Source: an optimization exercise on an open RTL-to-GDS flow (aim: small area, a short achievable clock period and few clock cycles per item). Production flows keep margins and buffers that such runs may drop. Function was checked by simulation only, so behaviour that the tests miss may differ from the original.

==> inputs of 03-06 <==
// vfix_unit
module vfix_unit #(
    parameter LANES = 4
) (
    input  wire                  clk,
    input  wire                  rst,
    input  wire                  in_valid,
    output wire                  in_ready,
    input  wire [2:0]            in_func,
    input  wire                  in_type,
    input  wire [1:0]            in_rnd,
    input  wire                  in_zero,
    input  wire [LANES-1:0]      in_pred,
    input  wire [16*LANES-1:0]   in_a,
    input  wire [16*LANES-1:0]   in_b,
    input  wire [16*LANES-1:0]   in_c,
    input  wire [16*LANES-1:0]   in_d,
    output reg                   out_valid,
    output reg  [16*LANES-1:0]   out_d,
    output reg                   out_sat
);
    assign in_ready = 1'b1;
    wire f_fma  = (in_func == 3'd1);
    wire f_fms  = (in_func == 3'd2);
    wire f_lerp = (in_func == 3'd3);
    wire f_add  = (in_func == 3'd4);
    wire f_sub  = (in_func == 3'd5);
    wire f_rsh  = (in_func == 3'd6);
    wire f_conv = (in_func == 3'd7);
    wire f_pow2 = in_func[2];            
    wire typ    = in_type;
    wire a_sgn  = f_conv ? typ : ~typ;   
    wire neg    = f_fms | f_sub;         
    wire k15 = f_fms ? (in_rnd != 2'd0) : (in_rnd != 2'd1);
    wire klo = f_fms & ~in_rnd[1];
    wire [17*LANES-1:0] bma_all;
    genvar gl;
    generate
        for (gl = 0; gl < LANES; gl = gl + 1) begin : g_sub
            wire [15:0] sa = in_a[16*gl +: 16];
            wire [15:0] sb = in_b[16*gl +: 16];
            wire [15:0] sg = sb & ~sa;
            wire [15:0] sx, bm;
            wire sg0_1, sg0_3, sp0_3, sg0_5, sp0_5, sg0_7, sp0_7, sg0_9, sp0_9, sg0_11;
            wire sp0_11, sg0_13, sp0_13, sg0_15, sp0_15, sg1_2, sp1_2, sg1_3, sp1_3, sg1_6;
            wire sp1_6, sg1_7, sp1_7, sg1_10, sp1_10, sg1_11, sp1_11, sg1_14, sp1_14, sg1_15;
            wire sp1_15, sg2_4, sp2_4, sg2_5, sp2_5, sg2_6, sp2_6, sg2_7, sp2_7, sg2_12;
            wire sp2_12, sg2_13, sp2_13, sg2_14, sp2_14, sg2_15, sp2_15, sg3_8, sp3_8, sg3_9;
  ...
clock: 25.0 ns
lec_check: 0
abc_area: 1
cap_margin: 0
core_margin: 2
core_utilization: 65
cts_cluster_diameter: 80
cts_cluster_size: 25
slew_margin: 0
synth_hierarchical: 1
standard.sh (not shown) runs the stock make flow with config.mk's settings and CLKGATE_MAP_FILE= SYNTH_SCRIPT=/design/flow/synth_recipe.tcl, a recipe that flattens the netlist after the stock synthesis.
==> flow/flow/run.sh <==
#!/bin/bash
# Synthesis: the standard synthesis script (synth_recipe.tcl), except that
# ABC maps the lane modules with a delay target (flow/abc_lane.script), so
# that it recovers area there instead of mapping for the least delay; the
# top module gets its own (flow/abc_top.script). Then the standard layout
# steps, with buf_1 cells as the port buffers; the layout's timing repair
# aims at a setup slack of MARGIN ns (the clock period and constraints are
# unchanged) on the worst endpoints, and may resize cells across
# footprints.
set -euo pipefail
MARGIN=19
W=$PWD
cat > $W/own_synth.tcl <<EOC
proc abc {args} {
  set i [lsearch \$args -script]
  set lane_args \$args
  lset lane_args [expr {\$i + 1}] $W/flow/abc_lane.script
  yosys abc {*}\$lane_args vfix_lane vfix_fa vfix_xor2 vfix_xnor2
  set top_args \$args
  lset top_args [expr {\$i + 1}] $W/flow/abc_top.script
  yosys abc {*}\$top_args vfix_unit
}
source $W/synth_recipe.tcl
EOC
bash standard.sh SYNTH_SCRIPT=$W/own_synth.tcl synth > synth.log 2>&1
bash standard.sh SYNTH_SCRIPT=$W/own_synth.tcl "BUFFER_PORTS_ARGS=-buffer_cell sky130_fd_sc_hd__buf_1" \
    SETUP_SLACK_MARGIN=$MARGIN TNS_END_PERCENT=5 MATCH_CELL_FOOTPRINT=0 finish > layout.log 2>&1
==> flow/flow/abc_lane.script <==
strash
dch
map -B 0.9 -D 2500
topo
stime -c
buffer -c
upsize -c -D 2500
dnsize -c -D 2500
==> flow/flow/abc_top.script <==
strash
dch
map -B 0.9 -D 1500
topo
stime -c
buffer -c
upsize -c -D 1500
dnsize -c -D 1500
==> 12-26 (differences from 03-06) <==
--- a/flow/flow/run.sh
+++ b/flow/flow/run.sh
@@ -4,5 +4,5 @@
 # that it recovers area there instead of mapping for the least delay; the
 # top module gets its own (flow/abc_top.script). Then the standard layout
-# steps, with buf_1 cells as the port buffers; the layout's timing repair
+# steps, with buf_2 cells as the port buffers; the layout's timing repair
 # aims at a setup slack of MARGIN ns (the clock period and constraints are
 # unchanged) on the worst endpoints, and may resize cells across
@@ -24,4 +24,4 @@
 EOC
 bash standard.sh SYNTH_SCRIPT=$W/own_synth.tcl synth > synth.log 2>&1
-bash standard.sh SYNTH_SCRIPT=$W/own_synth.tcl "BUFFER_PORTS_ARGS=-buffer_cell sky130_fd_sc_hd__buf_1" \
+bash standard.sh SYNTH_SCRIPT=$W/own_synth.tcl "BUFFER_PORTS_ARGS=-buffer_cell sky130_fd_sc_hd__buf_2" \
     SETUP_SLACK_MARGIN=$MARGIN TNS_END_PERCENT=5 MATCH_CELL_FOOTPRINT=0 finish > layout.log 2>&1
==> flow/flow/abc_lane.script (replaced) <==
strash
dch
map -B 0.9 -D 2000
topo
stime -c
buffer -c
upsize -c -D 2000
dnsize -c -D 2000
==> 02-14 (differences from 03-06) <==
--- a/flow/flow/run.sh
+++ b/flow/flow/run.sh
@@ -4,5 +4,5 @@
 # that it recovers area there instead of mapping for the least delay; the
 # top module gets its own (flow/abc_top.script). Then the standard layout
-# steps, with buf_1 cells as the port buffers; the layout's timing repair
+# steps, with buf_2 cells as the port buffers; the layout's timing repair
 # aims at a setup slack of MARGIN ns (the clock period and constraints are
 # unchanged) on the worst endpoints, and may resize cells across
@@ -24,4 +24,4 @@
 EOC
 bash standard.sh SYNTH_SCRIPT=$W/own_synth.tcl synth > synth.log 2>&1
-bash standard.sh SYNTH_SCRIPT=$W/own_synth.tcl "BUFFER_PORTS_ARGS=-buffer_cell sky130_fd_sc_hd__buf_1" \
-    SETUP_SLACK_MARGIN=$MARGIN TNS_END_PERCENT=5 MATCH_CELL_FOOTPRINT=0 finish > layout.log 2>&1
+bash standard.sh SYNTH_SCRIPT=$W/own_synth.tcl "BUFFER_PORTS_ARGS=-buffer_cell sky130_fd_sc_hd__buf_2" \
+    SETUP_SLACK_MARGIN=$MARGIN TNS_END_PERCENT=5 MATCH_CELL_FOOTPRINT=0 SKIP_GATE_CLONING=1 finish > layout.log 2>&1
==> flow/flow/abc_lane.script (replaced) <==
strash
dch
map -B 0.9 -D 2000
topo
stime -c
buffer -c
upsize -c -D 2000
dnsize -c -D 2000
==> comparison table <==
Yosys top cell area share: 12-26 0.220; 03-06 0.221; 02-14 0.220
Share of the clock period used by the worst path after layout: 12-26 0.244; 03-06 0.245; 02-14 0.244
Floorplan die area: 12-26 72100 sq um; 03-06 71900 sq um; 02-14 72100 sq um
Routed wire length: 12-26 147 mm; 03-06 146 mm; 02-14 147 mm
Placer Congestion: 12-26 1.01; 03-06 0.992; 02-14 1.01
Run status: 12-26 finished clean; 03-06 finished clean; 02-14 finished clean
Post-cts repair resize count: 12-26 84; 03-06 101; 02-14 68
Non-clock buffer total of the final layout: 12-26 440; 03-06 454; 02-14 439
Fin area: 12-26 49900 sq um; 03-06 49500 sq um; 02-14 49900 sq um
Fraction of area in clock buffers and inverters: 12-26 0.0173; 03-06 0.0169; 02-14 0.0174
DP Worst Slack: 12-26 17.35 ns; 03-06 17.15 ns; 02-14 17.35 ns
Multi-input combinational area share: 12-26 0.700; 03-06 0.704; 02-14 0.700
Worst setup skew after layout: 12-26 0.0244 ns; 03-06 0.0293 ns; 02-14 0.0225 ns
Adder and majority gate portion of the synthesized area: 12-26 0.325; 03-06 0.326; 02-14 0.325
Post-CTS setup buffer count: 12-26 21; 03-06 12; 02-14 21
Testbench counts of 03-06, summed over its fixed seeds: cycles 16,024, items 16,000.
Testbench counts of 12-26, summed over its fixed seeds: cycles 16,024, items 16,000.
Testbench counts of 02-14, summed over its fixed seeds: cycles 16,024, items 16,000.

==> re-timing with driven ports <==
Ports are ideal in the flow. The routed layouts listed here were re-timed in OpenROAD.
Step 1 (the two cells are an assumption about what drives the block):
set clk [get_ports {clk}]
set_driving_cell -lib_cell sky130_fd_sc_hd__clkbuf_16 $clk
set_driving_cell -lib_cell sky130_fd_sc_hd__buf_2 [delete_from_list [all_inputs] $clk]
Step 2, shift: input delay + t, output delay - t, t = (earliest + latest rising clock arrival at the registers) / 2. This alone moves slack from input paths to output paths.
Slacks: no drivers / after step 1 / after step 2; pairs: no drivers / after step 1.
run	t, ns	setup WS [ns]	hold WS [ns]	latest minus earliest clock arrival (ns)
03-06	0.667	18.881 / 18.808 / 18.226	0.339 / 0.339 / 0.339	0.037 / 0.038
12-26	0.678	18.900 / 18.831 / 18.262	0.319 / 0.319 / 0.319	0.036 / 0.035
02-14	0.675	18.892 / 18.826 / 18.250	0.329 / 0.329 / 0.329	0.026 / 0.027
After both steps setup and hold are still met in every run listed. The setup slack of 03-06, which loses most, moves by -0.073 ns with the drivers and by -0.655 ns with both steps.
